This design comes from an exercise in tuning for small area, a short achievable clock period and few clock cycles per item on the open sky130 flow, not from production work. Function was checked by simulation only, so behaviour that the tests miss may differ from the original.

### design/flow/flow/run.sh
#!/bin/bash
# Own layout flow: the standard flow (standard.sh: unchanged synthesis and
# steps, the design's clock and constraints), with two changes to how the
# layout is made:
#  - the port buffers that global placement inserts on every input and output
#    are the smallest plain buffer (buf_1) instead of the one buffer_ports
#    picks by itself (clkdlybuf4s50_1, 2.7 times the area);
#  - the timing repair aims for more setup slack than config.mk may ask for
#    (SETUP_SLACK_MARGIN), so that it sizes the round logic for a shorter
#    period. The clock period and the SDC are not changed.
# make's full output goes to flow_make.log in the work folder; each ORFS step
# also writes its own log under orfs/logs/.
set -euo pipefail
export BUFFER_PORTS_ARGS="-buffer_cell sky130_fd_sc_hd__buf_1"
margin=$(cat flow/margin.txt)
if grep -q '^export SETUP_SLACK_MARGIN' config.mk; then
  sed -i "s/^export SETUP_SLACK_MARGIN.*/export SETUP_SLACK_MARGIN = $margin/" config.mk
else
  echo "export SETUP_SLACK_MARGIN = $margin" >> config.mk
fi
cp config.mk config_used.mk
bash standard.sh finish > flow_make.log 2>&1
test -f out/final.def
### design/flow/flow/margin.txt
5.3
### design/flow/standard.sh
#!/bin/bash
# synth_recipe.tcl (not shown) runs the flow's synth.tcl, then flattens the netlist and writes it again
# the make line also repeats each setting of config.mk as NAME=value (left out here)
make -C /OpenROAD-flow-scripts/flow DESIGN_CONFIG=/design/flow/config.mk WORK_HOME=/design/flow/orfs CLKGATE_MAP_FILE= SYNTH_SCRIPT=/design/flow/synth_recipe.tcl "${@:-finish}"
### design/flow/config.mk
export PLATFORM = sky130hd
export DESIGN_NAME = ldg_chain
export DESIGN_NICKNAME = ldg_chain
export VERILOG_FILES = /design/flow/design.v
export SDC_FILE = /design/flow/constraint.sdc
export NUM_CORES = 4
export LEC_CHECK = 0
export CAP_MARGIN = 20
export CORE_MARGIN = 2
export CORE_UTILIZATION = 55
export CTS_BUF_LIST = sky130_fd_sc_hd__clkbuf_16
export CTS_CLUSTER_DIAMETER = 80
export CTS_CLUSTER_SIZE = 20
export PLACE_DENSITY = 0.65
export SLEW_MARGIN = 20
export SETUP_SLACK_MARGIN = 5.3
### design/flow/constraint.sdc
create_clock -name core_clock -period 10.0 [get_ports {clk}]
set_input_delay 2.0000 -clock core_clock [delete_from_list [all_inputs] [get_ports {clk}]]
set_output_delay 2.0000 -clock core_clock [all_outputs]
set_load 0.01 [all_outputs]
### design/flow/design.v
module ldg_chain (
    input  wire         clk,
    input  wire         rst,         
    input  wire         in_valid,
    output wire         in_ready,
    input  wire [1:0]   in_op,       
    input  wire [143:0] in_data,     
    output wire         out_valid,
    input  wire         out_ready,
    output wire [255:0] out_entry    
);
    localparam [1:0] OP_APPEND  = 2'd0;
    localparam [1:0] OP_WORN    = 2'd1;
    localparam [1:0] OP_GENESIS = 2'd2;
    localparam [31:0] IV0 = 32'h6a09e667, IV1 = 32'hbb67ae85, IV2 = 32'h3c6ef372,
                      IV3 = 32'ha54ff53a, IV4 = 32'h510e527f, IV5 = 32'h9b05688c,
                      IV6 = 32'h1f83d9ab, IV7 = 32'h5be0cd19;
    function [31:0] rotr(input [31:0] x, input integer n);
        rotr = (x >> n) | (x << (32 - n));
    endfunction
    function [31:0] add_bk(input [31:0] x, input [31:0] y);
        reg [31:0] gg, pp;
        integer k, s;
        begin
            gg = x & y;
            pp = x ^ y;
            for (s = 1; s < 32; s = s * 2)
                for (k = 2*s - 1; k < 32; k = k + 2*s) begin
                    gg[k] = gg[k] | (pp[k] & gg[k-s]);
                    pp[k] = pp[k] & pp[k-s];
                end
            for (s = 8; s >= 1; s = s / 2)
                for (k = 3*s - 1; k < 32; k = k + 2*s) begin
                    gg[k] = gg[k] | (pp[k] & gg[k-s]);
                    pp[k] = pp[k] & pp[k-s];
                end
            add_bk = (x ^ y) ^ {gg[30:0], 1'b0};
        end
    endfunction
    function [63:0] csa(input [31:0] x, input [31:0] y, input [31:0] z);
        csa = {x ^ y ^ z, ((x & y) | (x & z) | (y & z)) << 1};
    endfunction
    reg         busy;        
    reg         gmode;       
    reg         wmode;       
    reg         rmode;       
    reg         pq;          
    reg  [2:0]  qph;         
    reg         pz;          
    reg         rstd;        
    reg         acc;         
    reg         ovalid;      
    reg  [5:0]  rc;          
    reg  [11:0] seq;         
    reg  [31:0] a, b, c, d, e, f, g;
    reg  [31:0] hkw;         
    reg  [31:0] kreg;        
    reg  [31:0] p [0:7];     
    reg  [31:0] q [8:15];    
    wire amode = ~gmode & ~wmode & ~rmode;
    wire fin   = busy & (gmode ? (rc == 6'd23) : wmode ? (rc == 6'd17) :
                         rmode ? (rc == 6'd9) : (rc == 6'd0));
    wire last  = fin & ~rst;
    wire ofree = ~ovalid | out_ready;
    wire free  = ~rst & ~busy & ~acc;
    wire idle  = free & in_valid & ofree;
    wire start_app  = idle & (in_op == OP_APPEND) & ~rstd & ~pq;
    wire start_gen  = idle & (in_op == OP_GENESIS);
    wire start_worn = idle & (in_op == OP_WORN) & ~pq;
    wire start_rest = free & pq & ofree & (qph == 3'd7) &
                      ~(in_valid & (in_op != OP_APPEND));
    wire start = start_app | start_gen | start_worn | start_rest;
    wire run   = ~rst & (busy | start);
    wire take_acc = acc & in_valid;
    wire rot   = run & amode & (rc >= 6'd1) & (rc <= 6'd8);     
    wire shift = run & (gmode ? (rc >= 6'd16) : amode ? (rc >= 6'd15) : busy);
    wire fill  = busy & wmode & (rc >= 6'd10);
    assign in_ready  = (fin & ~rmode) | acc;
    assign out_valid = ovalid;
    assign out_entry = {4'd0, seq, p[0][15:0], p[1], p[2], p[3], p[4], p[5], p[6], p[7]};
    wire [31:0] S1  = rotr(e, 6) ^ rotr(e, 11) ^ rotr(e, 25);
    wire [31:0] S0  = rotr(a, 2) ^ rotr(a, 13) ^ rotr(a, 22);
    wire [31:0] ch  = (e & f) ^ (~e & g);
    wire [31:0] mj  = (a & b) ^ (a & c) ^ (b & c);
    wire [63:0] t1c = csa(hkw, ch, S1);
    wire [63:0] ec  = csa(t1c[63:32], t1c[31:0], d);
    wire [31:0] e_n = ec[63:32] + ec[31:0];
    wire [63:0] ac1 = csa(t1c[63:32], t1c[31:0], mj);
    wire [63:0] ac2 = csa(ac1[63:32], ac1[31:0], S0);
    wire [31:0] a_n = ac2[63:32] + ac2[31:0];
    wire [5:0]  rk = rc + 6'd1;
    wire [31:0] kz;
    wire kn39, kn40, kn41, kn42, kn43, kn44, kn45, kn46, kn47, kn48;
    wire kn49, kn50, kn51, kn52, kn53, kn54, kn55, kn56, kn57, kn58;
    wire kn59, kn60, kn61, kn62, kn63, kn64, kn65, kn66, kn67, kn68;
    wire kn69, kn70, kn71, kn72, kn74, kn75, kn76, kn77, kn78, kn79;
    wire kn80, kn81, kn82, kn83, kn84, kn85, kn86, kn87, kn88, kn89;
    wire kn90, kn91, kn92, kn93, kn94, kn95, kn96, kn97, kn98, kn99;
    wire kn100, kn101, kn102, kn103, kn104, kn105, kn106, kn107, kn108, kn109;
    wire kn110, kn111, kn112, kn113, kn114, kn116, kn117, kn118, kn119, kn120;
    wire kn121, kn122, kn123, kn124, kn125, kn126, kn127, kn128, kn129, kn130;
    wire kn131, kn132, kn133, kn134, kn135, kn136, kn137, kn138, kn140, kn141;
    wire kn142, kn143, kn144, kn145, kn146, kn147, kn148, kn149, kn150, kn151;
    wire kn152, kn153, kn154, kn155, kn156, kn157, kn158, kn159, kn160, kn161;
    wire kn162, kn163, kn164, kn165, kn166, kn167, kn168, kn169, kn170, kn171;
    wire kn173, kn174, kn175, kn176, kn177, kn178, kn179, kn180, kn181, kn182;
    wire kn183, kn184, kn185, kn186, kn187, kn188, kn189, kn190, kn191, kn192;
    wire kn193, kn194, kn196, kn197, kn198, kn199, kn200, kn201, kn202, kn203;
    wire kn204, kn205, kn206, kn207, kn208, kn209, kn210, kn211, kn212, kn214;
    wire kn215, kn216, kn217, kn218, kn219, kn220, kn221, kn222, kn223, kn224;
    wire kn225, kn226, kn227, kn228, kn229, kn230, kn231, kn232, kn233, kn234;
    wire kn235, kn236, kn237, kn238, kn239, kn241, kn242, kn243, kn244, kn245;
    wire kn246, kn247, kn248, kn249, kn250, kn251, kn252, kn253, kn254, kn255;
    wire kn256, kn257, kn259, kn260, kn261, kn262, kn263, kn264, kn265, kn266;
    wire kn267, kn268, kn269, kn270, kn271, kn272, kn273, kn274, kn275, kn276;
    wire kn277, kn278, kn279, kn280, kn281, kn282, kn283, kn284, kn286, kn287;
    wire kn288, kn289, kn290, kn291, kn292, kn293, kn294, kn295, kn296, kn297;
    wire kn298, kn299, kn300, kn301, kn302, kn303, kn304, kn305, kn306, kn308;
    wire kn309, kn310, kn311, kn312, kn313, kn314, kn315, kn316, kn317, kn318;
    wire kn319, kn320, kn321, kn322, kn323, kn324, kn325, kn326, kn327, kn328;
    wire kn329, kn330, kn331, kn333, kn334, kn335, kn336, kn337, kn338, kn339;
    wire kn340, kn341, kn342, kn343, kn344, kn345, kn346, kn347, kn348, kn349;
    wire kn350, kn351, kn353, kn354, kn355, kn356, kn357, kn358, kn359, kn360;
    wire kn361, kn362, kn363, kn364, kn365, kn366, kn367, kn368, kn369, kn371;
    wire kn372, kn373, kn374, kn375, kn376, kn377, kn378, kn379, kn380, kn381;
    wire kn382, kn383, kn384, kn385, kn386, kn387, kn389, kn390, kn391, kn392;
    wire kn393, kn394, kn395, kn396, kn397, kn398, kn399, kn400, kn401, kn402;
    wire kn403, kn404, kn406, kn407, kn408, kn409, kn410, kn411, kn412, kn413;
    wire kn414, kn415, kn416, kn417, kn418, kn419, kn420, kn421, kn422, kn424;
    wire kn425, kn426, kn427, kn428, kn429, kn430, kn431, kn432, kn433, kn434;
    wire kn436, kn437, kn438, kn439, kn440, kn441, kn442, kn443, kn444, kn445;
    wire kn447, kn448, kn449, kn450, kn451, kn452, kn453, kn454, kn455, kn456;
    wire kn457, kn458, kn459, kn460, kn461, kn462, kn463, kn464, kn465, kn467;
    wire kn468, kn469, kn470, kn471, kn472, kn473, kn474, kn475, kn476, kn477;
    wire kn478, kn479, kn480, kn481, kn482, kn483, kn485, kn486, kn487, kn488;
    wire kn489, kn490, kn491, kn492, kn493, kn494, kn495, kn496, kn497, kn498;
    wire kn499, kn501, kn502, kn503, kn504, kn505, kn506, kn507, kn508, kn509;
    wire kn510, kn511, kn512, kn513, kn515, kn516, kn517, kn518, kn519, kn520;
    wire kn521, kn522, kn523, kn524, kn525, kn526, kn527, kn528, kn529, kn530;
    wire kn532, kn533, kn534, kn535, kn536, kn537, kn538, kn539, kn540, kn541;
    wire kn542, kn543, kn545, kn546, kn547, kn548, kn549, kn550, kn551, kn552;
    wire kn553, kn554, kn555, kn556, kn557, kn558, kn560, kn561, kn562, kn563;
    wire kn564, kn565, kn566, kn567, kn569, kn570, kn571, kn572, kn573, kn574;
    wire kn575, kn576, kn577, kn578, kn579, kn580, kn581, kn583, kn584, kn585;
    wire kn586, kn587, kn588, kn589, kn590, kn591, kn592, kn593, kn594, kn596;
    wire kn597, kn598, kn599, kn600, kn601, kn602, kn603, kn604, kn605, kn606;
    wire kn607, kn608, kn610, kn611, kn612, kn613, kn614, kn615, kn616, kn617;
    wire kn618, kn619, kn621, kn622, kn623, kn624, kn625, kn626, kn627, kn628;
    wire kn629, kn630, kn631, kn633, kn634, kn635, kn636, kn637, kn638, kn639;
    wire kn640, kn641, kn642;
    assign kn39 = rk[4] & ~rk[2];
    assign kn40 = ~rk[5] & rk[1];
    assign kn41 = ~rk[3] & kn40;
    assign kn42 = ~rk[5] & ~rk[2];
    assign kn43 = ~kn41 & kn42;
    assign kn44 = ~rk[5] & ~rk[1];
    assign kn45 = ~rk[2] & ~rk[0];
    assign kn46 = kn44 & kn45;
    assign kn47 = kn43 & ~kn46;
    assign kn48 = ~rk[3] & ~rk[1];
    assign kn49 = rk[4] & rk[1];
    assign kn50 = ~rk[5] & kn49;
    assign kn51 = ~kn48 & ~kn50;
    assign kn52 = ~kn47 & kn51;
    assign kn53 = ~kn39 & ~kn52;
    assign kn54 = rk[5] & kn39;
    assign kn55 = ~rk[1] & kn54;
    assign kn56 = rk[4] & ~rk[3];
    assign kn57 = rk[1] & kn56;
    assign kn58 = ~rk[4] & ~rk[2];
    assign kn59 = rk[5] & ~rk[3];
    assign kn60 = kn58 & kn59;
    assign kn61 = ~kn57 & ~kn60;
    assign kn62 = ~kn55 & kn61;
    assign kn63 = rk[5] & rk[0];
    assign kn64 = rk[1] & kn63;
    assign kn65 = rk[3] & rk[2];
    assign kn66 = kn64 & kn65;
    assign kn67 = rk[2] & ~rk[0];
    assign kn68 = ~rk[4] & ~rk[1];
    assign kn69 = kn67 & kn68;
    assign kn70 = ~rk[5] & kn69;
    assign kn71 = ~kn66 & ~kn70;
    assign kn72 = kn62 & kn71;
    assign kz[31] = ~kn53 & kn72;
    assign kn74 = ~kn39 & ~kn45;
    assign kn75 = ~rk[2] & rk[1];
    assign kn76 = kn74 & kn75;
    assign kn77 = rk[2] & rk[1];
    assign kn78 = kn56 & kn77;
    assign kn79 = ~rk[4] & rk[2];
    assign kn80 = rk[5] & ~rk[1];
    assign kn81 = kn79 & kn80;
    assign kn82 = ~kn78 & ~kn81;
    assign kn83 = ~kn76 & kn82;
    assign kn84 = rk[3] & ~rk[0];
    assign kn85 = ~kn39 & kn44;
    assign kn86 = kn84 & kn85;
    assign kn87 = ~rk[0] & ~kn39;
    assign kn88 = ~rk[3] & kn44;
    assign kn89 = ~kn87 & kn88;
    assign kn90 = rk[5] & rk[2];
    assign kn91 = ~kn84 & kn90;
    assign kn92 = rk[5] & rk[1];
    assign kn93 = ~rk[4] & kn92;
    assign kn94 = ~kn91 & kn93;
    assign kn95 = ~kn89 & ~kn94;
    assign kn96 = ~kn86 & kn95;
    assign kn97 = kn83 & kn96;
    assign kn98 = rk[5] & rk[3];
    assign kn99 = kn39 & ~kn98;
    assign kn100 = rk[2] & rk[0];
    assign kn101 = ~rk[5] & rk[4];
    assign kn102 = ~rk[1] & kn101;
    assign kn103 = kn100 & kn102;
    assign kn104 = ~kn55 & ~kn103;
    assign kn105 = ~kn99 & ~kn104;
    assign kn106 = rk[3] & rk[0];
    assign kn107 = kn79 & kn106;
    assign kn108 = ~rk[1] & rk[0];
    assign kn109 = kn56 & kn108;
    assign kn110 = ~kn107 & ~kn109;
    assign kn111 = rk[2] & ~kn68;
    assign kn112 = ~kn110 & kn111;
    assign kn113 = ~kn92 & kn112;
    assign kn114 = ~kn105 & ~kn113;
    assign kz[30] = ~kn97 | ~kn114;
    assign kn116 = ~rk[0] & kn101;
    assign kn117 = ~kn80 & kn99;
    assign kn118 = ~kn116 & kn117;
    assign kn119 = ~rk[2] & kn89;
    assign kn120 = rk[4] & ~kn48;
    assign kn121 = ~kn75 & kn120;
    assign kn122 = kn63 & kn121;
    assign kn123 = ~kn119 & ~kn122;
    assign kn124 = ~kn118 & kn123;
    assign kn125 = rk[4] & ~rk[0];
    assign kn126 = ~rk[3] & kn125;
    assign kn127 = ~kn106 & ~kn126;
    assign kn128 = ~kn67 & kn127;
    assign kn129 = kn40 & kn128;
    assign kn130 = kn48 & kn67;
    assign kn131 = ~kn70 & ~kn130;
    assign kn132 = ~kn56 & ~kn65;
    assign kn133 = kn80 & kn132;
    assign kn134 = rk[3] & kn92;
    assign kn135 = kn67 & kn134;
    assign kn136 = ~kn133 & ~kn135;
    assign kn137 = kn131 & kn136;
    assign kn138 = ~kn129 & kn137;
    assign kz[29] = ~kn124 | ~kn138;
    assign kn140 = rk[5] & kn68;
    assign kn141 = ~rk[3] & ~rk[0];
    assign kn142 = kn44 & kn141;
    assign kn143 = ~kn140 & ~kn142;
    assign kn144 = ~rk[2] & ~kn143;
    assign kn145 = ~rk[5] & ~rk[4];
    assign kn146 = rk[2] & kn145;
    assign kn147 = kn106 & kn146;
    assign kn148 = ~kn45 & ~kn100;
    assign kn149 = kn102 & kn148;
    assign kn150 = ~kn147 & ~kn149;
    assign kn151 = ~kn144 & kn150;
    assign kn152 = rk[4] & rk[2];
    assign kn153 = ~kn40 & ~kn152;
    assign kn154 = rk[2] & kn40;
    assign kn155 = ~rk[3] & rk[0];
    assign kn156 = ~kn154 & kn155;
    assign kn157 = ~kn153 & kn156;
    assign kn158 = kn63 & kn152;
    assign kn159 = kn100 & kn145;
    assign kn160 = ~kn158 & ~kn159;
    assign kn161 = ~kn44 & ~kn92;
    assign kn162 = ~kn160 & kn161;
    assign kn163 = ~kn157 & ~kn162;
    assign kn164 = kn151 & kn163;
    assign kn165 = ~rk[4] & kn84;
    assign kn166 = ~kn98 & ~kn165;
    assign kn167 = ~kn126 & kn166;
    assign kn168 = kn87 & ~kn145;
    assign kn169 = kn167 & kn168;
    assign kn170 = kn75 & ~kn167;
    assign kn171 = ~kn169 & ~kn170;
    assign kz[28] = kn164 & kn171;
    assign kn173 = kn45 & kn92;
    assign kn174 = ~rk[4] & kn173;
    assign kn175 = ~rk[1] & ~kn42;
    assign kn176 = ~kn140 & kn175;
    assign kn177 = ~kn174 & ~kn176;
    assign kn178 = ~rk[3] & ~kn177;
    assign kn179 = ~rk[4] & kn155;
    assign kn180 = ~kn126 & ~kn179;
    assign kn181 = kn79 & kn84;
    assign kn182 = kn180 & ~kn181;
    assign kn183 = kn40 & ~kn182;
    assign kn184 = rk[3] & kn44;
    assign kn185 = ~kn106 & ~kn184;
    assign kn186 = ~kn74 & ~kn185;
    assign kn187 = ~rk[2] & ~rk[1];
    assign kn188 = rk[0] & ~kn145;
    assign kn189 = kn187 & kn188;
    assign kn190 = kn49 & kn90;
    assign kn191 = ~kn106 & kn190;
    assign kn192 = ~kn189 & ~kn191;
    assign kn193 = ~kn186 & kn192;
    assign kn194 = ~kn183 & kn193;
    assign kz[27] = kn178 | ~kn194;
    assign kn196 = ~rk[0] & kn80;
    assign kn197 = ~kn132 & kn196;
    assign kn198 = kn106 & kn187;
    assign kn199 = kn42 & kn84;
    assign kn200 = rk[4] & kn199;
    assign kn201 = ~kn198 & ~kn200;
    assign kn202 = ~kn197 & kn201;
    assign kn203 = rk[2] & kn155;
    assign kn204 = rk[4] & ~kn203;
    assign kn205 = kn44 & ~kn204;
    assign kn206 = kn58 & kn84;
    assign kn207 = ~kn145 & ~kn206;
    assign kn208 = ~kn42 & ~kn207;
    assign kn209 = ~kn91 & ~kn179;
    assign kn210 = rk[1] & ~kn209;
    assign kn211 = ~kn208 & ~kn210;
    assign kn212 = ~kn205 & kn211;
    assign kz[26] = kn202 & kn212;
    assign kn214 = ~rk[4] & kn67;
    assign kn215 = ~kn203 & ~kn214;
    assign kn216 = kn40 & ~kn215;
    assign kn217 = rk[5] & ~kn141;
    assign kn218 = ~kn108 & kn217;
    assign kn219 = rk[0] & kn184;
    assign kn220 = ~kn218 & ~kn219;
    assign kn221 = kn58 & ~kn220;
    assign kn222 = ~kn216 & ~kn221;
    assign kn223 = kn40 & kn186;
    assign kn224 = ~rk[0] & kn152;
    assign kn225 = kn92 & kn224;
    assign kn226 = rk[2] & kn84;
    assign kn227 = ~rk[5] & kn226;
    assign kn228 = ~kn109 & ~kn227;
    assign kn229 = ~kn225 & kn228;
    assign kn230 = ~rk[0] & ~kn58;
    assign kn231 = ~kn79 & kn106;
    assign kn232 = kn80 & ~kn231;
    assign kn233 = ~kn230 & kn232;
    assign kn234 = ~kn39 & ~kn100;
    assign kn235 = rk[1] & ~kn234;
    assign kn236 = ~kn180 & kn235;
    assign kn237 = ~kn233 & ~kn236;
    assign kn238 = kn229 & kn237;
    assign kn239 = ~kn223 & kn238;
    assign kz[25] = ~kn222 | ~kn239;
    assign kn241 = rk[0] & kn43;
    assign kn242 = ~rk[3] & kn92;
    assign kn243 = kn67 & kn242;
    assign kn244 = ~kn198 & ~kn243;
    assign kn245 = kn241 & kn244;
    assign kn246 = ~kn76 & ~kn130;
    assign kn247 = ~rk[5] & ~kn75;
    assign kn248 = kn141 & ~kn247;
    assign kn249 = ~rk[5] & kn179;
    assign kn250 = ~kn248 & ~kn249;
    assign kn251 = kn246 & kn250;
    assign kn252 = rk[3] & kn103;
    assign kn253 = ~rk[4] & ~kn108;
    assign kn254 = kn161 & kn253;
    assign kn255 = kn65 & kn254;
    assign kn256 = ~kn252 & ~kn255;
    assign kn257 = kn251 & kn256;
    assign kz[24] = kn245 | ~kn257;
    assign kn259 = kn65 & kn101;
    assign kn260 = ~rk[2] & kn106;
    assign kn261 = ~kn203 & ~kn260;
    assign kn262 = ~kn259 & kn261;
    assign kn263 = kn44 & ~kn262;
    assign kn264 = rk[3] & ~kn92;
    assign kn265 = rk[2] & kn264;
    assign kn266 = ~kn263 & ~kn265;
    assign kn267 = ~rk[4] & ~kn266;
    assign kn268 = ~kn64 & ~kn98;
    assign kn269 = ~kn88 & kn268;
    assign kn270 = kn39 & ~kn269;
    assign kn271 = ~kn80 & ~kn224;
    assign kn272 = ~kn45 & kn80;
    assign kn273 = ~kn271 & ~kn272;
    assign kn274 = ~kn243 & ~kn273;
    assign kn275 = ~kn270 & kn274;
    assign kn276 = kn41 & ~kn79;
    assign kn277 = ~kn118 & kn276;
    assign kn278 = rk[5] & kn109;
    assign kn279 = kn80 & kn84;
    assign kn280 = ~kn184 & ~kn279;
    assign kn281 = ~kn278 & kn280;
    assign kn282 = rk[2] & ~kn281;
    assign kn283 = ~kn277 & ~kn282;
    assign kn284 = kn275 & kn283;
    assign kz[23] = kn267 | ~kn284;
    assign kn286 = rk[0] & kn40;
    assign kn287 = ~rk[4] & kn286;
    assign kn288 = ~kn60 & ~kn287;
    assign kn289 = kn41 & kn67;
    assign kn290 = kn68 & kn84;
    assign kn291 = ~kn289 & ~kn290;
    assign kn292 = ~rk[2] & kn155;
    assign kn293 = kn68 & kn98;
    assign kn294 = ~kn196 & ~kn293;
    assign kn295 = ~kn292 & kn294;
    assign kn296 = kn291 & kn295;
    assign kn297 = kn288 & kn296;
    assign kn298 = kn90 & kn165;
    assign kn299 = ~kn252 & ~kn298;
    assign kn300 = kn152 & kn242;
    assign kn301 = kn77 & kn106;
    assign kn302 = ~rk[5] & kn301;
    assign kn303 = ~kn187 & ~kn199;
    assign kn304 = ~kn302 & kn303;
    assign kn305 = ~kn300 & kn304;
    assign kn306 = kn299 & kn305;
    assign kz[22] = kn297 & kn306;
    assign kn308 = kn84 & kn154;
    assign kn309 = ~rk[4] & kn130;
    assign kn310 = ~kn308 & ~kn309;
    assign kn311 = rk[3] & ~kn54;
    assign kn312 = ~kn49 & kn59;
    assign kn313 = kn45 & ~kn312;
    assign kn314 = ~kn311 & kn313;
    assign kn315 = ~rk[2] & kn44;
    assign kn316 = ~kn90 & ~kn315;
    assign kn317 = rk[4] & rk[3];
    assign kn318 = ~rk[0] & ~kn317;
    assign kn319 = ~kn316 & kn318;
    assign kn320 = ~kn314 & ~kn319;
    assign kn321 = kn310 & kn320;
    assign kn322 = kn80 & kn292;
    assign kn323 = ~kn106 & ~kn322;
    assign kn324 = kn68 & ~kn323;
    assign kn325 = rk[3] & kn286;
    assign kn326 = ~kn50 & ~kn325;
    assign kn327 = ~rk[2] & ~kn326;
    assign kn328 = ~kn74 & kn134;
    assign kn329 = ~kn162 & ~kn328;
    assign kn330 = ~kn327 & kn329;
    assign kn331 = ~kn324 & kn330;
    assign kz[21] = kn321 & kn331;
    assign kn333 = ~kn260 & ~kn279;
    assign kn334 = ~kn39 & ~kn333;
    assign kn335 = ~kn81 & ~kn334;
    assign kn336 = ~kn98 & ~kn335;
    assign kn337 = ~kn44 & ~kn152;
    assign kn338 = kn125 & kn337;
    assign kn339 = ~rk[4] & kn46;
    assign kn340 = ~kn338 & ~kn339;
    assign kn341 = kn44 & kn224;
    assign kn342 = kn75 & kn141;
    assign kn343 = ~kn259 & ~kn342;
    assign kn344 = ~kn341 & kn343;
    assign kn345 = kn340 & kn344;
    assign kn346 = ~kn41 & ~kn98;
    assign kn347 = kn39 & ~kn346;
    assign kn348 = kn92 & ~kn179;
    assign kn349 = ~kn204 & kn348;
    assign kn350 = ~kn347 & ~kn349;
    assign kn351 = kn345 & kn350;
    assign kz[20] = ~kn336 & kn351;
    assign kn353 = ~rk[1] & ~kn45;
    assign kn354 = ~kn45 & ~kn126;
    assign kn355 = kn40 & ~kn354;
    assign kn356 = ~kn75 & kn312;
    assign kn357 = ~kn355 & ~kn356;
    assign kn358 = ~kn353 & ~kn357;
    assign kn359 = ~kn81 & ~kn108;
    assign kn360 = ~kn84 & ~kn317;
    assign kn361 = ~kn359 & ~kn360;
    assign kn362 = ~rk[2] & ~kn106;
    assign kn363 = kn145 & kn362;
    assign kn364 = kn39 & kn63;
    assign kn365 = kn48 & kn145;
    assign kn366 = ~kn364 & ~kn365;
    assign kn367 = ~kn363 & kn366;
    assign kn368 = ~kn361 & kn367;
    assign kn369 = ~kn263 & kn368;
    assign kz[19] = ~kn358 & kn369;
    assign kn371 = ~kn214 & ~kn292;
    assign kn372 = ~rk[5] & ~kn371;
    assign kn373 = ~kn181 & ~kn272;
    assign kn374 = kn359 & ~kn373;
    assign kn375 = kn104 & ~kn374;
    assign kn376 = ~kn372 & kn375;
    assign kn377 = ~kn106 & ~kn217;
    assign kn378 = ~kn288 & kn377;
    assign kn379 = kn44 & kn100;
    assign kn380 = ~kn76 & ~kn379;
    assign kn381 = rk[3] & ~kn380;
    assign kn382 = kn92 & kn260;
    assign kn383 = kn84 & kn187;
    assign kn384 = ~kn300 & ~kn383;
    assign kn385 = ~kn382 & kn384;
    assign kn386 = ~kn381 & kn385;
    assign kn387 = ~kn378 & kn386;
    assign kz[18] = ~kn376 | ~kn387;
    assign kn389 = kn125 & ~kn187;
    assign kn390 = ~kn161 & kn389;
    assign kn391 = kn48 & kn152;
    assign kn392 = ~rk[5] & kn203;
    assign kn393 = ~kn391 & ~kn392;
    assign kn394 = ~kn390 & kn393;
    assign kn395 = ~kn198 & ~kn286;
    assign kn396 = rk[4] & ~kn395;
    assign kn397 = kn63 & kn265;
    assign kn398 = ~kn396 & ~kn397;
    assign kn399 = kn394 & kn398;
    assign kn400 = ~kn75 & ~kn339;
    assign kn401 = kn360 & ~kn400;
    assign kn402 = ~kn44 & ~kn98;
    assign kn403 = ~kn167 & kn402;
    assign kn404 = ~kn401 & ~kn403;
    assign kz[17] = kn399 & kn404;
    assign kn406 = kn140 & ~kn155;
    assign kn407 = kn326 & ~kn406;
    assign kn408 = ~kn148 & ~kn407;
    assign kn409 = rk[5] & kn198;
    assign kn410 = kn187 & ~kn377;
    assign kn411 = ~kn409 & kn410;
    assign kn412 = kn41 & kn214;
    assign kn413 = ~kn292 & ~kn317;
    assign kn414 = ~kn145 & ~kn190;
    assign kn415 = ~kn413 & ~kn414;
    assign kn416 = ~kn412 & ~kn415;
    assign kn417 = kn44 & ~kn180;
    assign kn418 = ~kn158 & ~kn230;
    assign kn419 = ~kn360 & kn418;
    assign kn420 = ~kn417 & ~kn419;
    assign kn421 = kn416 & kn420;
    assign kn422 = ~kn411 & kn421;
    assign kz[16] = kn408 | ~kn422;
    assign kn424 = ~kn196 & ~kn219;
    assign kn425 = ~kn234 & ~kn424;
    assign kn426 = ~kn243 & ~kn276;
    assign kn427 = kn49 & kn292;
    assign kn428 = kn141 & kn146;
    assign kn429 = ~kn427 & ~kn428;
    assign kn430 = kn426 & kn429;
    assign kn431 = ~kn206 & ~kn279;
    assign kn432 = ~kn225 & kn431;
    assign kn433 = ~kn112 & kn432;
    assign kn434 = kn430 & kn433;
    assign kz[15] = kn425 | ~kn434;
    assign kn436 = ~kn122 & ~kn241;
    assign kn437 = kn51 & kn248;
    assign kn438 = ~kn334 & ~kn437;
    assign kn439 = kn436 & kn438;
    assign kn440 = ~kn99 & ~kn214;
    assign kn441 = ~rk[1] & ~kn440;
    assign kn442 = ~kn287 & ~kn441;
    assign kn443 = ~kn173 & ~kn308;
    assign kn444 = rk[4] & ~kn443;
    assign kn445 = kn442 & ~kn444;
    assign kz[14] = ~kn439 | ~kn445;
    assign kn447 = ~kn84 & ~kn155;
    assign kn448 = kn49 & ~kn100;
    assign kn449 = ~kn447 & kn448;
    assign kn450 = kn40 & kn224;
    assign kn451 = ~kn148 & kn242;
    assign kn452 = ~kn450 & ~kn451;
    assign kn453 = ~kn449 & kn452;
    assign kn454 = ~kn342 & ~kn383;
    assign kn455 = ~rk[4] & ~kn454;
    assign kn456 = kn88 & kn125;
    assign kn457 = ~kn325 & ~kn456;
    assign kn458 = ~kn455 & kn457;
    assign kn459 = ~kn98 & ~kn140;
    assign kn460 = kn67 & ~kn459;
    assign kn461 = ~kn80 & ~kn107;
    assign kn462 = ~kn81 & ~kn196;
    assign kn463 = ~kn461 & kn462;
    assign kn464 = ~kn460 & ~kn463;
    assign kn465 = kn458 & kn464;
    assign kz[13] = ~kn453 | ~kn465;
    assign kn467 = kn42 & kn447;
    assign kn468 = rk[1] & kn467;
    assign kn469 = kn106 & ~kn414;
    assign kn470 = ~kn159 & ~kn287;
    assign kn471 = ~kn469 & kn470;
    assign kn472 = ~kn468 & kn471;
    assign kn473 = kn39 & kn184;
    assign kn474 = rk[5] & kn49;
    assign kn475 = ~kn473 & ~kn474;
    assign kn476 = kn362 & ~kn475;
    assign kn477 = kn152 & kn279;
    assign kn478 = ~kn161 & kn181;
    assign kn479 = kn81 & kn141;
    assign kn480 = ~kn478 & ~kn479;
    assign kn481 = ~kn477 & kn480;
    assign kn482 = ~kn381 & kn481;
    assign kn483 = ~kn476 & kn482;
    assign kz[12] = ~kn472 | ~kn483;
    assign kn485 = ~kn179 & ~kn317;
    assign kn486 = ~rk[1] & ~kn485;
    assign kn487 = kn101 & kn155;
    assign kn488 = rk[5] & ~kn127;
    assign kn489 = ~kn487 & ~kn488;
    assign kn490 = ~kn486 & kn489;
    assign kn491 = ~rk[2] & ~kn490;
    assign kn492 = ~kn84 & ~kn214;
    assign kn493 = kn40 & ~kn492;
    assign kn494 = ~kn107 & ~kn365;
    assign kn495 = ~kn379 & kn494;
    assign kn496 = rk[1] & kn226;
    assign kn497 = ~kn479 & ~kn496;
    assign kn498 = kn495 & kn497;
    assign kn499 = ~kn493 & kn498;
    assign kz[11] = ~kn491 & kn499;
    assign kn501 = kn75 & kn346;
    assign kn502 = ~kn64 & ~kn130;
    assign kn503 = kn152 & ~kn502;
    assign kn504 = ~kn397 & ~kn503;
    assign kn505 = ~kn501 & kn504;
    assign kn506 = rk[0] & kn293;
    assign kn507 = kn99 & kn108;
    assign kn508 = rk[0] & ~kn79;
    assign kn509 = kn88 & kn508;
    assign kn510 = ~kn507 & ~kn509;
    assign kn511 = ~kn506 & kn510;
    assign kn512 = ~kn236 & ~kn374;
    assign kn513 = kn511 & kn512;
    assign kz[10] = ~kn505 | ~kn513;
    assign kn515 = ~kn126 & ~kn152;
    assign kn516 = ~kn206 & kn515;
    assign kn517 = kn92 & ~kn516;
    assign kn518 = ~kn49 & ~kn68;
    assign kn519 = kn186 & ~kn518;
    assign kn520 = ~kn198 & kn310;
    assign kn521 = ~kn519 & kn520;
    assign kn522 = ~kn517 & kn521;
    assign kn523 = kn230 & kn264;
    assign kn524 = kn442 & kn523;
    assign kn525 = kn487 & kn507;
    assign kn526 = kn100 & kn232;
    assign kn527 = ~rk[3] & kn254;
    assign kn528 = ~kn526 & ~kn527;
    assign kn529 = ~kn525 & kn528;
    assign kn530 = ~kn524 & kn529;
    assign kz[9] = ~kn522 | ~kn530;
    assign kn532 = kn39 & ~kn220;
    assign kn533 = kn45 & kn68;
    assign kn534 = ~kn293 & ~kn391;
    assign kn535 = ~kn533 & kn534;
    assign kn536 = ~kn100 & kn365;
    assign kn537 = ~kn278 & ~kn536;
    assign kn538 = kn535 & kn537;
    assign kn539 = rk[0] & ~kn49;
    assign kn540 = ~kn126 & ~kn539;
    assign kn541 = kn90 & ~kn540;
    assign kn542 = ~kn216 & ~kn541;
    assign kn543 = kn538 & kn542;
    assign kz[8] = ~kn532 & kn543;
    assign kn545 = kn64 & kn317;
    assign kn546 = ~kn278 & ~kn545;
    assign kn547 = ~kn60 & ~kn154;
    assign kn548 = ~kn413 & ~kn547;
    assign kn549 = ~kn54 & ~kn85;
    assign kn550 = kn141 & ~kn549;
    assign kn551 = ~kn548 & ~kn550;
    assign kn552 = kn546 & kn551;
    assign kn553 = ~kn69 & ~kn301;
    assign kn554 = ~kn328 & kn553;
    assign kn555 = ~kn473 & ~kn506;
    assign kn556 = kn554 & kn555;
    assign kn557 = kn244 & ~kn252;
    assign kn558 = kn556 & kn557;
    assign kz[7] = kn552 & kn558;
    assign kn560 = kn69 & ~kn98;
    assign kn561 = ~kn174 & ~kn409;
    assign kn562 = ~kn560 & kn561;
    assign kn563 = ~kn116 & ~kn301;
    assign kn564 = ~kn342 & kn563;
    assign kn565 = ~kn121 & kn160;
    assign kn566 = kn564 & kn565;
    assign kn567 = kn326 & kn566;
    assign kz[6] = ~kn562 | ~kn567;
    assign kn569 = kn44 & kn362;
    assign kn570 = kn546 & ~kn569;
    assign kn571 = ~rk[2] & kn141;
    assign kn572 = ~kn92 & ~kn571;
    assign kn573 = ~kn348 & ~kn572;
    assign kn574 = ~kn141 & ~kn198;
    assign kn575 = ~kn518 & ~kn574;
    assign kn576 = ~kn573 & ~kn575;
    assign kn577 = kn570 & kn576;
    assign kn578 = ~kn39 & kn261;
    assign kn579 = kn40 & ~kn578;
    assign kn580 = kn299 & ~kn444;
    assign kn581 = ~kn579 & kn580;
    assign kz[5] = kn577 & kn581;
    assign kn583 = ~kn42 & ~kn79;
    assign kn584 = kn128 & kn583;
    assign kn585 = ~kn206 & ~kn584;
    assign kn586 = rk[1] & ~kn585;
    assign kn587 = ~kn66 & ~kn450;
    assign kn588 = ~kn159 & ~kn197;
    assign kn589 = kn84 & ~kn337;
    assign kn590 = ~kn67 & ~kn155;
    assign kn591 = kn68 & ~kn590;
    assign kn592 = ~kn589 & ~kn591;
    assign kn593 = kn588 & kn592;
    assign kn594 = kn587 & kn593;
    assign kz[4] = kn586 | ~kn594;
    assign kn596 = ~rk[4] & ~kn222;
    assign kn597 = kn79 & kn98;
    assign kn598 = ~kn196 & ~kn597;
    assign kn599 = ~kn569 & kn598;
    assign kn600 = ~kn165 & ~kn279;
    assign kn601 = ~kn599 & kn600;
    assign kn602 = ~kn101 & kn447;
    assign kn603 = ~kn572 & ~kn602;
    assign kn604 = ~kn227 & ~kn259;
    assign kn605 = ~kn249 & ~kn325;
    assign kn606 = kn604 & kn605;
    assign kn607 = ~kn603 & kn606;
    assign kn608 = ~kn601 & kn607;
    assign kz[3] = ~kn596 & kn608;
    assign kn610 = ~kn64 & ~kn116;
    assign kn611 = rk[3] & ~kn610;
    assign kn612 = rk[4] & kn203;
    assign kn613 = ~kn46 & ~kn365;
    assign kn614 = ~kn612 & kn613;
    assign kn615 = ~kn611 & kn614;
    assign kn616 = kn58 & ~kn377;
    assign kn617 = ~kn152 & kn447;
    assign kn618 = kn272 & ~kn617;
    assign kn619 = ~kn616 & ~kn618;
    assign kz[2] = kn615 & kn619;
    assign kn621 = ~kn249 & ~kn597;
    assign kn622 = kn291 & kn621;
    assign kn623 = ~kn173 & ~kn322;
    assign kn624 = kn587 & kn623;
    assign kn625 = kn622 & kn624;
    assign kn626 = ~kn196 & ~kn235;
    assign kn627 = ~rk[4] & ~kn626;
    assign kn628 = rk[1] & kn39;
    assign kn629 = ~kn467 & ~kn628;
    assign kn630 = ~kn468 & ~kn629;
    assign kn631 = ~kn627 & ~kn630;
    assign kz[1] = kn625 & kn631;
    assign kn633 = kn59 & kn214;
    assign kn634 = ~kn289 & ~kn477;
    assign kn635 = ~kn633 & kn634;
    assign kn636 = ~kn199 & ~kn487;
    assign kn637 = kn110 & kn636;
    assign kn638 = kn340 & kn637;
    assign kn639 = ~kn184 & ~kn628;
    assign kn640 = ~kn166 & ~kn639;
    assign kn641 = kn623 & ~kn640;
    assign kn642 = kn638 & kn641;
    assign kz[0] = kn635 & kn642;
    wire [31:0] p0m = p[0] & {32{~pz}};
    wire [31:0] p1m = p[1] & {32{~pz}};
    wire [31:0] wn  = (rc <= 6'd7) ? p1m : q[15];
    wire [63:0] hc  = csa(g, kreg, wn);
    wire [31:0] hkw_n = hc[63:32] + hc[31:0];
    wire [31:0] ws0 = rotr(p[1], 7) ^ rotr(p[1], 18) ^ (p[1] >> 3);
    wire [31:0] ws1 = rotr(q[14], 17) ^ rotr(q[14], 19) ^ (q[14] >> 10);
    wire [63:0] wc1 = csa(ws1, q[9], ws0);
    wire [63:0] wc2 = csa(wc1[63:32], wc1[31:0], p[0]);
    wire [31:0] wnext = wc2[63:32] + wc2[31:0];
    reg [31:0] dword;
    always @(*) begin
        case (rc[2:0])
            3'd7:    dword = {4'd0, seq, in_data[143:128]};
            3'd0:    dword = in_data[127:96];
            3'd1:    dword = rc[5] ? {4'd0, seq, in_data[143:128]} : in_data[95:64];
            3'd2:    dword = rc[5] ? in_data[127:96] : in_data[63:32];
            3'd3:    dword = rc[5] ? in_data[95:64]  : in_data[31:0];
            3'd4:    dword = in_data[63:32];
            default: dword = in_data[31:0];
        endcase
    end
    wire dtail  = (rc >= 6'd7) & (rc <= 6'd11);
    wire lateld = amode & (rc >= 6'd57) & (rc <= 6'd61);
    wire tp0 = busy & wmode & (rc <= 6'd9);                       
    wire tq8 = (busy & ((wmode & (rc >= 6'd10)) | rmode)) | (~busy & pq);   
    wire tk  = (rc >= 6'd7) & (rc <= 6'd14);
    reg [31:0] tother;
    always @(*) begin
        if (tp0)
            tother = p[0];
        else if (tq8)
            tother = q[8];
        else case (rc)
            6'd12: tother = {~gmode, 31'd0};
            6'd13: tother = 32'd0;
            6'd14: tother = {23'd0, ~gmode, ~gmode, 1'b0, ~gmode, 5'd0};    
            default: tother = dtail ? dword : 32'd0;
        endcase
    end
    wire [31:0] tail = (~tp0 & ~tq8 & ~tk & ~gmode) ? wnext : tother;
    wire last_app = last & amode;
    wire pmove = rot | shift | last_app;
    wire [31:0] p7_in = rot ? p0m : lateld ? dword : fill ? 32'hffffffff : q[8];
    wire [31:0] p0_nxt = busy ? p[1] : p0m;
    integer i;
    always @(posedge clk) begin
        if (pmove) begin
            for (i = 0; i < 4; i = i + 1)
                p[i] <= p[i+1];
            p[4] <= p[5];
            p[5] <= last_app ? a_n : p[6];
            p[6] <= last_app ? add_bk(IV1, a) : p[7];
            p[7] <= last_app ? add_bk(IV2, b) : p7_in;
        end
        for (i = 8; i < 15; i = i + 1)
            q[i] <= q[i+1];
        q[15] <= tail;
        kreg <= (run & ~last) ? kz : 32'h71374491;    
        rstd <= rst;
        if (run & ~last) begin
            a   <= a_n;
            b   <= a;
            c   <= b;
            d   <= c;
            e   <= e_n;
            f   <= e;
            g   <= f;
            hkw <= hkw_n;
        end else begin
            a   <= IV0;
            b   <= IV1;
            c   <= IV2;
            d   <= IV3;
            e   <= IV4;
            f   <= IV5;
            g   <= IV6;
            hkw <= add_bk(IV7 + 32'h428a2f98, p0_nxt);
        end
        qph <= (last & wmode) ? 3'd1 : qph + 3'd1;
        if (rst) begin
            busy   <= 1'b0;
            gmode  <= 1'b0;
            wmode  <= 1'b0;
            rmode  <= 1'b0;
            pq     <= 1'b0;
            pz     <= 1'b1;
            acc    <= 1'b0;
            ovalid <= 1'b0;
            rc     <= 6'd1;
            seq    <= 12'd0;
        end else begin
            rc   <= start_gen ? 6'd8 : (run & ~last) ? rc + 6'd1 : 6'd1;
            busy <= start | (busy & ~last);
            if (start) begin
                gmode <= start_gen;
                wmode <= start_worn;
                rmode <= start_rest;
            end else if (last) begin
                gmode <= 1'b0;
                wmode <= 1'b0;
                rmode <= 1'b0;
            end
            if (last & (amode | gmode))
                pz <= 1'b0;
            if (last & wmode)
                pq <= 1'b1;
            else if (last & (rmode | gmode))
                pq <= 1'b0;
            acc  <= idle & ((in_op == 2'd3) | ((in_op == OP_WORN) & pq));
            if (last & (amode | wmode))
                ovalid <= 1'b1;
            else if (take_acc & (in_op == OP_WORN))
                ovalid <= 1'b1;
            else if (out_ready)
                ovalid <= 1'b0;
            if (last & gmode)
                seq <= 12'd0;
            else if (ovalid & out_ready)
                seq <= seq + 12'd1;
        end
    end
endmodule
==> flow_summary.toml, run 1 <==
[status]
status = "finished clean"

[worst_setup_path]
kind_of_critical_path = "register to register"
crit_arrival_ps = 5130
worstSetupEndpointType = "register"
peak_fanout_along_the_critical_path = 5
worst-r2r-cell-count = 17
worst_ep_required_time_ps = 10370
critical_path.startpoint_type = "register"

[global_routing]
groute.usage.overall_pct = 42.2
grt_first_pass_wirelength_mm = 249
maximum_number_of_pins_on_one_net_before_global_route_repair = 91
first_global_vias = 34242
antenna_found_initial = 7
grt_overflow = 0

[synthesis]
postSynthCellCount = 4482
edff_count_synth = 256
yosys_reg_bits = 830
synth_async_sr_flop_share_pct = 0
post_synth.cell_area_avg_sq_um = 9.94
synthesized_area_sq_mm = 0.0446
yosysUniqueCellTypes = 89
synth-warning-count = 3
synthFlopType = "dfxtp_1"
seq_area_frac_synth_pct = 43.0

[cts]
cts_buffer_depth = 3
clk_transition_reported_paths_ps = 90
htree_levels = 2
cts.sink_count = 830
cts_tree = "done"
cts_inserted_buffers = 52
cts_root_buf = "clkbuf_16"
clkLatencyLatePin_ps = 650

[cells_and_area]
area_growth_syn_to_layout_pct = 12.9
finish.cell_count_without_fillers = 5890
final_core_util_pct = 62.6
layout_cell_share_with_drive_strength_beyond_1_pct = 9.30
fin_area_sq_mm = 0.0503
num-nets-final = 5350
final_common_cell = "dfxtp_1"
most-common-layout-cells = "dfxtp_1, nand2_1, buf_1"
number_of_fill_cells = 6801

[sta]
final.setup_skew_ps = 30.9
setup_viol = 0
setup_ws_ps = 5240
fin_crit_sh_pct = 47.6
max_slew_margin_pct = 13.1
grt_setup_unrepaired = "yes"
final-hold-violation-count = 0
max_freq_ghz = 0.210
fin_setup_tns_ps = 0
min_period_ps = 4760
tightestPinTransition_ps = 1290
final_max_slew_viol_count = 0

[detailed_routing]
ant_nets = 0
drt-pass1-iter-count = 8
drt-vias-per-instance = 6.15
via_count = 36217
drc_errors = 0
wire_per_inst_microns = 30.3
first_iter_violations = 4264
totalWireLength_mm = 179

[place]
place.gp.congestion = 1.04
dp_hpwl_mm = 136
buffer_ports.inserted = 403
dp_slack_ps = 3440
place.detailed.instances = 5738
placedInstanceArea_sq_mm = 0.0469

[floorplanning]
num_rows = 104
die-area_sq_mm = 0.0833
die-height_microns = 289
pin_count = 408
dieWidth_microns = 289
core_footprint_sq_mm = 0.0804
floorplan.initialDensity_pct = 55.4

[flow_run]
maxCapViolCount = 0

[worst_hold_path]
worstHoldPathCells = 0
hold_path_class = "register to register"
## stage by stage
| stage | hold WS (ps) |
|---|---|
| after floorplan | 310 |
| after global placement | 310 |
| after detailed placement | 312 |
| after CTS | 329 |
| after global routing | 332 |
| final | 328 |
## layer usage
| layer | wire length [microns] | share of wire [%] | up-vias | track usage (%) |
|---|---|---|---|---|
| met1 | 66100 | 37 | 17639 | 52.0 |
| li1 | - | - | 15914 | - |
| met5 | 34 | 0.019 | - | 0 |
| met3 | 16200 | 9.1 | 576 | 8.76 |
| met2 | 79100 | 44 | 2084 | 65.5 |
| met4 | 17000 | 9.5 | 4 | 32.0 |
## worst max-delay path, cell delays in order (launching register included)
cell,delay (ps)
dfxtp_4,390
xor2_2,180
xnor2_1,150
fa_1,630
inv_1,70
fa_1,490
fa_1,580
ha_4,240
a21oi_4,180
o21ai_2,90
a211oi_2,330
o21ai_4,140
a21oi_4,220
nor2_2,80
a2111oi_4,330
xor2_1,180
buf_4,150
o21ai_1,50
## cell type report
class	count	area, sq um	area share, %
Antenna cell	3	7.51	0.0149
Clock buffer	53	1330	2.63
Clock inverter	35	275	0.547
Inverter	317	1210	2.40
Multi-Input combinational cell	3054	24300	48.2
Sequential cell	830	19300	38.3
Tap cell	1060	1330	2.63
Timing Repair Buffer	538	2640	5.23
## final timing paths
check / from / end / slack [ps]
hold / removal: q[12][25] / q[11][25] / 330
hold reg to reg: q[12][25] / q[11][25] / 330
setup / recovery: e[6] / p[5][30] / 5240
setup reg to reg: e[6] / p[5][30] / 5240
## synthesized netlist by cell type (all sizes together) (11+ instances only)
| cell | count | area, sq um |
|---|---|---|
| clkbuf | 207 | 777 |
| a21o | 36 | 278 |
| a221oi | 11 | 96.3 |
| o21ai | 238 | 1200 |
| buf | 81 | 430 |
| a22oi | 77 | 578 |
| ha | 190 | 2380 |
| nor2 | 270 | 1020 |
| xnor2 | 295 | 2580 |
| a211oi | 54 | 410 |
| o31ai | 19 | 156 |
| nor3 | 52 | 260 |
| o221ai | 33 | 289 |
| nand3 | 66 | 330 |
| o22ai | 23 | 144 |
| a21oi | 281 | 1410 |
| or3 | 16 | 100 |
| and2 | 96 | 601 |
| nor4 | 12 | 96.3 |
| and3 | 18 | 113 |
| inv | 316 | 1190 |
| nand4 | 18 | 113 |
| dfxtp | 574 | 11500 |
| o21a | 28 | 210 |
| nand2b | 100 | 626 |
| xor2 | 125 | 1110 |
| a21boi | 12 | 90.1 |
| o211ai | 19 | 143 |
| nand2 | 412 | 1550 |
| nor2b | 21 | 131 |
| a31oi | 37 | 231 |
| o21bai | 21 | 158 |
| mux2i | 37 | 370 |
| fa | 217 | 4340 |
| a311oi | 27 | 236 |
| edfxtp | 256 | 7690 |
| maj3 | 31 | 310 |
| nor3b | 49 | 368 |
## registers in the layout (all words and copies together) (netlist names), 3 cells and up
name and flops:
a 32, b 32, c 32, d 32, e 32, f 32, g 32, hkw 32
kreg 32, p 256, q 256, qph 3, rc 6, seq 12
## repair_timing
action | CTS | global route
cloned | 4 | 0
pin swaps | 29 | 67
setup endpoints to repair | 236 | 311
setup buffers | 25 | 32
resized for setup | 163 | 143
hold buffers | 0 | 0
## logic make-up (layout without fill, tap and decap cells)
family / after synthesis / in the layout / share of synthesized area [%]
AOI/OAI and AO/OA: 992 / 992 / 14.3
adders and majority gates: 438 / 438 / 15.8
other: 1 / 7 / 0.00841
and+or+nand+nor: 1157 / 1161 / 12.4
xor gates and xnor gates: 420 / 420 / 8.30
DFF: 830 / 830 / 43.0
buffers and inverters: 605 / 943 / 5.38
muxes: 39 / 39 / 0.881
Testbench counts, summed over its fixed seeds: cycles 24,720, items 384.
==> inputs of run 2 (changes only) <==
==> design/flow/flow/margin.txt (replaced) <==
5.15
--- a/design/flow/config.mk
+++ b/design/flow/config.mk
@@ -13,4 +13,4 @@
 export CTS_CLUSTER_SIZE = 20
 export PLACE_DENSITY = 0.65
 export SLEW_MARGIN = 20
-export SETUP_SLACK_MARGIN = 5.3
+export SETUP_SLACK_MARGIN = 5.15
==> run 2 against run 1 <==
  * Setup slack worse by 54 ps
  * Clock skew is 4.9 ps higher
  * Via count is 1.7% higher
  * Die area stayed put
  * Synthesized area stayed put
  * Flip-flop and latch count stayed put
  * Wire length is 4.0% higher
  * Critical path depth is 8 lower
  * Global-route usage is 1.6 points higher
==> flow_summary.toml, run 2 <==
[status]
status = "finished clean"

[cells_and_area]
number_of_fill_cells = 6864
top_regs = "p (256), q (256)"
area_growth_syn_to_layout_pct = 10.9
final_common_cell = "dfxtp_1"
finish.cell_count_without_fillers = 5859
layout_cell_share_with_drive_strength_beyond_1_pct = 7.19
fin_area_sq_mm = 0.0494
most-common-layout-cells = "dfxtp_1, nand2_1, buf_1"
num-nets-final = 5310

[global_routing]
first_global_vias = 35051
grt_first_pass_wirelength_mm = 257
antenna_found_initial = 12
maximum_number_of_pins_on_one_net_before_global_route_repair = 92
groute.usage.overall_pct = 43.8
grt_overflow = 0

[sta]
final_max_slew_viol_count = 0
tightestPinTransition_ps = 1290
final.setup_skew_ps = 35.8
setup_ws_ps = 5180
fin_setup_tns_ps = 0
final-hold-violation-count = 0
setup_viol = 0
grt_setup_unrepaired = "yes"
fin_crit_sh_pct = 48.2
min_period_ps = 4820
max_slew_margin_pct = 13.1
max_freq_ghz = 0.208

[detailed_routing]
totalWireLength_mm = 186
wire_per_inst_microns = 31.7
drt-vias-per-instance = 6.29
ant_nets = 0
drc_errors = 0
drt-pass1-iter-count = 7
first_iter_violations = 4485
via_count = 36833

[flow_run]
maxCapViolCount = 0

[synthesis]
synth_async_sr_flop_share_pct = 0
yosys-top-cells-count = "dfxtp_1, nand2_1, inv_1, xnor2_1, a21oi_1"
synth_area_leader_cell = "dfxtp_1"
synth_top_area_cells = "dfxtp_1, edfxtp_1, fa_1"
edff_count_synth = 256
synthesized_area_sq_mm = 0.0446
postSynthCellCount = 4482
most_common_cell_in_the_netlist = "dfxtp_1"
yosysUniqueCellTypes = 89
seq_area_frac_synth_pct = 43.0
post_synth.cell_area_avg_sq_um = 9.94
synthFlopType = "dfxtp_1"
yosys_reg_bits = 830
synth-warning-count = 3
synth_top_cell_area_share_pct = 25.8

[place]
dp_hpwl_mm = 144
placedInstanceArea_sq_mm = 0.0468
buffer_ports.inserted = 403
place.detailed.instances = 5729
place.gp.congestion = 1.04
dp_slack_ps = 4360

[cts]
htree_levels = 2
cts_buffer_depth = 3
cts_root_buf = "clkbuf_16"
cts_inserted_buffers = 53
clk_transition_reported_paths_ps = 100
clkLatencyLatePin_ps = 660
ctsHoldBuffers = 0
cts.sink_count = 830
cts_tree = "done"

[floorplanning]
core_footprint_sq_mm = 0.0804
die-height_microns = 289
num_rows = 104
dieWidth_microns = 289
pin_count = 408
die-area_sq_mm = 0.0833
floorplan.initialDensity_pct = 55.4

[worst_hold_path]
hold_path_class = "register to register"

[worst_setup_path]
critical_path.startpoint_type = "input port"
worst_ep_required_time_ps = 10330
peak_fanout_along_the_critical_path = 60
worstSetupEndpointType = "register"
crit_arrival_ps = 5140
kind_of_critical_path = "input port to register"
run 2: cell counts after synthesis:
No cell type changed its count.
run 2: logic make-up (layout without fill, tap and decap cells):
logic type	Yosys count	after routing	synth area share [%]
AOI/OAI and AO/OA	992	992	14.3
other	1	16	0.00841
muxes	39	39	0.881
buffers and inverters	605	903	5.38
and+or+nand+nor	1157	1161	12.4
xor gates and xnor gates	420	420	8.30
adders and majority gates	438	438	15.8
DFF	830	830	43.0
run 2: critical path, stage by stage:
cell      delay [ps]
buf_1            260
nor4_2           510
a21boi_1         310
o21bai_1         170
nor2b_4          150
buf_4            560
a211oi_1         180
a311oi_1         770
a21oi_1          160
run 2: cell type report:
class                   instances  area, sq um  share of cell area [%]
inverters                     317         1190                    2.42
multi-input cells            3054        23700                    47.9
diodes                         12         30.0                  0.0607
well taps                    1060         1330                    2.68
clock buffers                  55         1380                    2.78
flip-flops and latches        830        19300                    39.0
clock inverters                34          284                   0.574
repair buffers                497         2260                    4.58
run 2: metrics by stage:
| step | hold slack (ps) | utilization (%) |
|---|---|---|
| after floorplan | 310 | - |
| after global placement | 310 | 58.2 |
| after detailed placement | 312 | 58.2 |
| after CTS | 319 | 60.6 |
| after global routing | 323 | 61.4 |
| final | 312 | 61.5 |
run 2: path summary, 6_finish.rpt:
path	startpoint	endpoint	cells after the start	slack [ps]
min reg2reg	q[11][18]	q[10][18]	0	310
min	q[11][18]	q[10][18]	0	310
max	rst	p[7][25]	9	5180
max reg2reg	rc[3]	hkw[23]	17	5200
run 2: per-layer routing:
metal / vias up / wire length, microns / global-route usage (%)
li1: 15852 / - / -
met1: 17929 / 67700 / 53.6
met2: 2366 / 82100 / 67.5
met3: 674 / 17900 / 9.55
met4: 12 / 17800 / 34.1
met5: - / 85 / 0
run 2: timing repair:
| action | CTS | global route |
|---|---|---|
| endpoints found under the setup margin | 205 | 245 |
| resized for setup | 54 | 124 |
| pin swaps | 6 | 27 |
| endpoints found under the hold margin | 0 | 0 |
| setup buffers | 5 | 20 |
| cloned | 2 | 2 |
==> inputs of run 3 (changes only) <==
==> design/flow/flow/margin.txt (replaced) <==
5.45
--- a/design/flow/config.mk
+++ b/design/flow/config.mk
@@ -13,4 +13,4 @@
 export CTS_CLUSTER_SIZE = 20
 export PLACE_DENSITY = 0.65
 export SLEW_MARGIN = 20
-export SETUP_SLACK_MARGIN = 5.15
+export SETUP_SLACK_MARGIN = 5.45
==> run 3 against run 2 <==
  * Synthesized cell count did not move
  * Register-to-register slack improved by 150 ps
  * Largest cell class unchanged
  * Worst hold slack improved by 12 ps
  * Flip-flop and latch count did not move
  * Maximum frequency rose by 3.6%
  * Count of clock-buffer cells in the layout did not move
  * Final area rose by 3.8%
  * Cell count rose by 1.1%
  * Utilization rose by 2.3 points
==> flow_summary.toml, run 3 <==
[status]
status = "finished clean"

[worst_hold_path]
hold_path_class = "register to register"
hold_path.startpoint = "q[12][25]"
worstHoldPathCells = 0
min_to = "q[11][25]"

[detailed_routing]
drt-pass1-iter-count = 7
via_count = 36546
wire_per_inst_microns = 30.4
ant_nets = 0
drc_errors = 0
drt-vias-per-instance = 6.17
totalWireLength_mm = 180
first_iter_violations = 4383

[cells_and_area]
layout_cell_share_with_drive_strength_beyond_1_pct = 11.4
fin_area_sq_mm = 0.0513
final_common_cell = "dfxtp_1"
most-common-layout-cells = "dfxtp_1, nand2_1, buf_1"
num-nets-final = 5380
number_of_fill_cells = 6682
finish.cell_count_without_fillers = 5924
final_core_util_pct = 63.8
top_regs = "p (256), q (256)"
area_growth_syn_to_layout_pct = 15.1

[synthesis]
synth_compound_area_share_pct = 14.3
most_common_cell_in_the_netlist = "dfxtp_1"
postSynthCellCount = 4482
yosys.area_share.xor_xnor_pct = 8.30
synth_top_family_by_area = "adder cells"
post_synth.cell_area_avg_sq_um = 9.94
synth_top_area_cells = "dfxtp_1, edfxtp_1, fa_1"
synth_async_sr_flop_share_pct = 0
edff_count_synth = 256
yosys-top-cells-count = "dfxtp_1, nand2_1, inv_1, xnor2_1, a21oi_1"
synth_area_leader_cell = "dfxtp_1"
yosys.area_share.simple_pct = 12.4
yosys_reg_bits = 830
synthesized_area_sq_mm = 0.0446
yosysUniqueCellTypes = 89
synth-warning-count = 3
synthFlopType = "dfxtp_1"
seq_area_frac_synth_pct = 43.0
synth_top_cell_area_share_pct = 25.8
synth_adder_area_share_pct = 15.8
yosys-mux-area-fraction_pct = 0.881

[worst_setup_path]
worst-r2r-cell-count = 15
crit_arrival_ps = 5040
worst_ep_required_time_ps = 10390
worstSetupEndpointType = "register"
worst_flop_to_flop_path_endpoint = "p[5][30]"
worstReg2RegStart = "e[30]"
critical_path.startpoint_type = "register"
r2r_setup_slack_ps = 5350
peak_fanout_along_the_critical_path = 5
kind_of_critical_path = "register to register"

[flow_run]
maxCapViolCount = 0

[cts]
htree_levels = 2
cts_tree = "done"
cts.sink_count = 830
cts_root_buf = "clkbuf_16"
clkLatencyLatePin_ps = 670
cts_buffer_depth = 3
ctsHoldBuffers = 0
cts_inserted_buffers = 53
clk_transition_reported_paths_ps = 90

[sta]
grt_setup_unrepaired = "yes"
min_period_ps = 4650
tightestPinTransition_ps = 1230
fin_crit_sh_pct = 46.5
setup_viol = 0
max_slew_margin_pct = 17.3
final-hold-violation-count = 0
final_max_slew_viol_count = 0
finalHoldWorstSlack_ps = 324
setup_ws_ps = 5350
final.setup_skew_ps = 31.7
max_freq_ghz = 0.215
fin_setup_tns_ps = 0

[global_routing]
grt_overflow = 0
maximum_number_of_pins_on_one_net_before_global_route_repair = 90
grt_first_pass_wirelength_mm = 248
antenna_found_initial = 8
first_global_vias = 34296
groute.usage.overall_pct = 42.1

[place]
placedInstanceArea_sq_mm = 0.0468
place.detailed.instances = 5722
dp_slack_ps = 3960
place.gp.congestion = 1.04
dp_hpwl_mm = 135
buffer_ports.inserted = 403

[floorplanning]
dieWidth_microns = 289
die-area_sq_mm = 0.0833
pin_count = 408
floorplan.initialDensity_pct = 55.4
core_footprint_sq_mm = 0.0804
die-height_microns = 289
num_rows = 104
-- run 3: worst max path at each step --
stage	cells past startpoint	slack [ps]	from	endpoint
2_1_floorplan	8	4460	in_op[1]	p[0][0]
3_3_place_gp	9	4050	rst	kreg[2]
3_5_place_dp	9	3960	rst	kreg[2]
4_1_cts	9	5150	rst	kreg[2]
5_1_grt	16	5270	e[7]	p[5][30]
6_report	15	5350	e[30]	p[5][30]
-- run 3: cell families (layout without fill, tap and decap cells) --
logic type	after synthesis	in the layout
compound gates	992	992
xor+xnor	420	420
fa+ha+maj	438	438
buf+inv	605	974
flops	830	830
mux	39	39
other cells	1	8
simple gates	1157	1163
-- run 3: critical path, stage by stage (launching register included) --
cell	delay, ps
dfxtp_4	370
buf_4	160
xor2_1	170
xnor2_1	290
fa_1	500
inv_1	260
fa_1	510
fa_1	470
ha_1	380
a21oi_1	230
nand2_1	120
a21oi_4	180
nor2_2	80
a2111oi_4	310
xor2_1	270
o21ai_1	80
-- run 3: cell type report --
| class | instances | area, sq um | share of cell area (%) |
|---|---|---|---|
| multi-input combinational | 3056 | 24800 | 48.3 |
| sequential | 830 | 19300 | 37.6 |
| timing repair buffer | 565 | 3000 | 5.84 |
| clock buffer | 55 | 1380 | 2.68 |
| tap | 1060 | 1330 | 2.59 |
| inverter | 317 | 1220 | 2.37 |
| clock inverter | 37 | 323 | 0.629 |
| antenna | 4 | 10.0 | 0.0195 |
-- run 3: per-layer routing --
layer | vias up | track usage [%] | share of wire (%)
met2 | 2166 | 65.3 | 45
met1 | 17796 | 51.0 | 37
li1 | 15991 | - | -
met3 | 591 | 9.98 | 9.5
met5 | - | 0 | 0.0056
met4 | 2 | 31.7 | 9.3
-- run 3: timing repair --
action,4_1_cts,5_1_grt
resized for setup,229,189
pin swaps,59,98
setup endpoints to repair,418,372
gates cloned,4,5
setup buffers,49,47
hold endpoints to repair,0,0

[static timing again, ports no longer ideal]
Ports are ideal in the flow. The routed layouts listed here were re-timed in OpenROAD. Step 1 assumes that a clkbuf_16 drives the clock port and a buf_2 every other input. Step 2 moves the port delays by t, midway between the first and last clock arrival at a register: inputs arrive t later, outputs are due t later. That takes back most of the time a late clock gives input paths. a / b / c = ideal ports / drivers / drivers and shift; a / b = the first two.
| run | shift t [ns] | setup slack, ns | hold slack, ns | worst setup path after step 2 |
|---|---|---|---|---|
| run 1 | 0.708 | 5.238 / 5.238 / 4.722 | 0.328 / 0.328 / 0.328 | input to register |
| run 2 | 0.712 | 5.185 / 5.119 / 4.524 | 0.312 / 0.312 / 0.312 | input to register |
| run 3 | 0.730 | 5.353 / 5.353 / 4.815 | 0.324 / 0.324 / 0.324 | input to register |
After both steps setup and hold are still met in every run listed. For run 2, which loses most, drivers alone change the setup slack by -0.066 ns; drivers and shift together by -0.661 ns.
